What follows belongs to an exercise in optimizing a design on an open flow for small area, a short achievable clock period and few clock cycles per item; a production flow would make more cautious choices.
Only simulation tests tie the RTL to the original design; equivalence was not proved.
Power figures rest on the tool's default switching activity, not on a simulated workload.

job 6906:
// photre_enc
module photre_enc (
    input  wire        clk,
    input  wire        rst,           
    input  wire        start,
    output wire        ready,         
    input  wire [6:0]  cfg_width,     
    input  wire [4:0]  cfg_rows,      
    input  wire [1:0]  cfg_depth,     
    input  wire [4:0]  cfg_q,         
    input  wire        cfg_mono,      
    input  wire        px_valid,
    output wire        px_ready,
    input  wire [15:0] px_data,
    output reg         out_valid,
    output reg  [31:0] out_data,
    output reg         out_last,
    output reg  [4:0]  out_k0,
    output reg  [15:0] out_nbits
);
clock: 70.0 ns
lec_check: 0
cap_margin: 5
core_margin: 2
core_utilization: 40
cts_buf_list: sky130_fd_sc_hd__clkbuf_16
cts_cluster_diameter: 80
cts_cluster_size: 30
slew_margin: 5
standard.sh (not shown) runs the stock make flow with config.mk's settings and CLKGATE_MAP_FILE= SYNTH_SCRIPT=/design/flow/synth_recipe.tcl, a recipe that flattens the netlist after the stock synthesis.
==> flow/flow/run.sh <==
#!/bin/bash
# The standard layout (standard.sh), with plain buf_2 buffers on the ports
# in place of the delay buffers that buffer_ports picks by default.  The
# whole ORFS output goes to standard.log in the work folder.
set -euo pipefail
cd "$(dirname "$0")/.."
export BUFFER_PORTS_ARGS="-buffer_cell sky130_fd_sc_hd__buf_2"
bash standard.sh > standard.log 2>&1
Testbench counts of job 6906, summed over its fixed seeds: cycles 102,337, pixels 98,304.
What job 9732 does differently from job 6906 at the input level:
-- flow/design.v --
<<< job 6906, line 258
    endfunction
    wire [15:0] xs0 = it_fl[F_CF] ? first : (d0 & maxv);
    wire [20:0] ds0 = dsteps(5'd0, xs0, cQ, 15, 8);
    wire [15:0] rpQ = chC >> rw;
    wire [4:0]  rpR = chC[4:0] & rmask;
    wire [NB-1:0] c0s = p2 ? T2 : T1;
    wire [20:0]   ds1  = dsteps(y1, x1, cQ, 7, 0);
    wire [NB-1:0] b1s  = f1[F_NOB] ? fP : T1;
    wire [1:0]    ccb  = cmp17(c1, b1s);
    wire          cgeb = ccb[1] | ccb[0];
    wire          cleb = ~ccb[1];
    wire [15:0]   Qv = x2;
    wire [4:0]    Rv = y2;
    wire [NB-1:0] b2 = f2[F_NOB] ? fP : T2;
    wire [NB-1:0] a2 = p2 ? E2 : E1;
>>> job 9732, line 258
    endfunction
    wire [15:0] xs0 = it_fl[F_CF] ? first : (d0 & maxv);
    wire [20:0] ds0 = dsteps(5'd0, xs0, cQ, 15, 9);
    wire [15:0] rpQ = chC >> rw;
    wire [4:0]  rpR = chC[4:0] & rmask;
    wire [NB-1:0] c0s = p2 ? T2 : T1;
    wire [20:0]   ds1  = dsteps(y1, x1, cQ, 8, 2);
    wire [NB-1:0] b1s  = f1[F_NOB] ? fP : T1;
    wire [1:0]    ccb  = cmp17(c1, b1s);
    wire          cgeb = ccb[1] | ccb[0];
    wire          cleb = ~ccb[1];
    wire [20:0]   ds2 = dsteps(y2, x2, cQ, 1, 0);
    wire [15:0]   Qv = f2[F_RP] ? x2 : ds2[15:0];
    wire [4:0]    Rv = f2[F_RP] ? y2 : ds2[20:16];
    wire [NB-1:0] b2 = f2[F_NOB] ? fP : T2;
    wire [NB-1:0] a2 = p2 ? E2 : E1;
<<< job 6906, line 311
    wire [17:0]   qe   = {rneg, rneg | Qru[16], Qru[15:0]} - {2'b00, Qp};
    wire [16:0]   msym = {qe[15:0] ^ {16{qe[17]}}, qe[17]};
    wire signed [6:0] mr0 = $signed({1'b0, y2, 1'b0}) - 7'sd1;
    wire [4:0]  mRn = mr0[6] ? (cQ - 5'd1) : (mr0 >= $signed({2'b00, cQ})) ? (mr0[4:0] - cQ) : mr0[4:0];
    wire [16:0] mQn = mr0[6] ? ({x2, 1'b0} - 17'd1) : (mr0 >= $signed({2'b00, cQ})) ? ({x2, 1'b0} + 17'd1) : {x2, 1'b0};
    wire ben = ~pkst_r;
    reg        r4v, r5v;
>>> job 9732, line 312
    wire [17:0]   qe   = {rneg, rneg | Qru[16], Qru[15:0]} - {2'b00, Qp};
    wire [16:0]   msym = {qe[15:0] ^ {16{qe[17]}}, qe[17]};
    wire signed [6:0] mr0 = $signed({1'b0, Rv, 1'b0}) - 7'sd1;
    wire [4:0]  mRn = mr0[6] ? (cQ - 5'd1) : (mr0 >= $signed({2'b00, cQ})) ? (mr0[4:0] - cQ) : mr0[4:0];
    wire [16:0] mQn = mr0[6] ? ({Qv, 1'b0} - 17'd1) : (mr0 >= $signed({2'b00, cQ})) ? ({Qv, 1'b0} + 17'd1) : {Qv, 1'b0};
    wire ben = ~pkst_r;
    reg        r4v, r5v;
<<< job 6906, line 407
    wire        cons_pr = in_nx & aligned_pr & ~pkst_nx;
    wire        inact_pr = in_act & ~(pxr_r & in_last);
    wire        pxr_nx = ~rst & ~srst & inact_pr & (~r0v_pr | cons_pr);
    wire        rdy_nx = ~rst & ~srst & ~inact_pr & ~acc_start & (ph_pr == PH_IDLE);
    always @(posedge clk) begin
>>> job 9732, line 408
    wire        cons_pr = in_nx & aligned_pr & ~pkst_nx;
    wire        inact_pr = in_act & ~(pxr_r & in_last);
    wire        pxr_nx = ~rst & ~srst & ((inact_pr & (~r0v_pr | cons_pr)) | act);
    wire        rdy_nx = ~rst & ~srst & ~inact_pr & ~acc_start & (ph_pr == PH_IDLE);
    always @(posedge clk) begin
<<< job 6906, line 463
            cleb2 <= cleb;
            if (f2[F_CF]) begin
                fP <= pack({1'b0, x2}, y2, rw);
                mP <= pack(mQn, mRn, rw);
            end
>>> job 9732, line 464
            cleb2 <= cleb;
            if (f2[F_CF]) begin
                fP <= pack({1'b0, Qv}, Rv, rw);
                mP <= pack(mQn, mRn, rw);
            end
[summary]
Highest metal layer with signal wires: met5 -> job 9732, met4 -> job 6906. Job 9732: aggregate global-route resource usage 0.44 points above job 6906. | growth of design area from synthesis to finish | job 6906 vs job 9732 | ≈ equal |. Total combinational power, job 6906 and job 9732: larger value in job 6906. Relative to job 6906, the mean cell area of the mapped netlist measured on job 9732 has decreased slightly. Maximum VDD drop in job 9732 is 60% lower than in job 6906. Finished layout cell area: job 9732 vs job 6906 up 540 um2. Utilization after layout: job 9732 vs job 6906, no meaningful difference. Per the comparison of job 9732 with job 6906, highest fanout seen on the critical path dropped 1; register cell area after layout barely changed. Between job 9732 and job 6906, the number of clock buffers in the layout figures differ only marginally. The die span in y number comes out lower for job 6906 vs job 9732. Compared with job 6906, job 9732 shows a higher area of the die.
Testbench counts of job 9732, summed over its fixed seeds: cycles 102,241, pixels 98,304.

-- what the ideal ports hide --
No port has a modelled driver above. Below, the same layouts with a new extraction and two added sets of constraints.
Step 1: set_driving_cell puts a clkbuf_16 on clk and a buf_2 on each other input, an assumption about the parent block.
Step 2 also shifts input and output timing later by t, the mid clock arrival at the registers, as if the neighbouring blocks saw the same clock.
Slacks: ideal / step 1 / step 2; pairs: ideal / step 1.
run | t (ns) | setup slack, ns | worst slew at a driven data input, ns | cell pins on the clock port's net
job 6906 | 0.867 | 54.526 / 54.447 / 53.987 | 0.12 | 1
job 9732 | 0.857 | 54.565 / 54.483 / 54.444 | 0.19 | 1
After both steps setup and hold are still met in every run listed. The setup slack of job 6906, which loses most, moves by -0.079 ns with the drivers and by -0.539 ns with both steps.
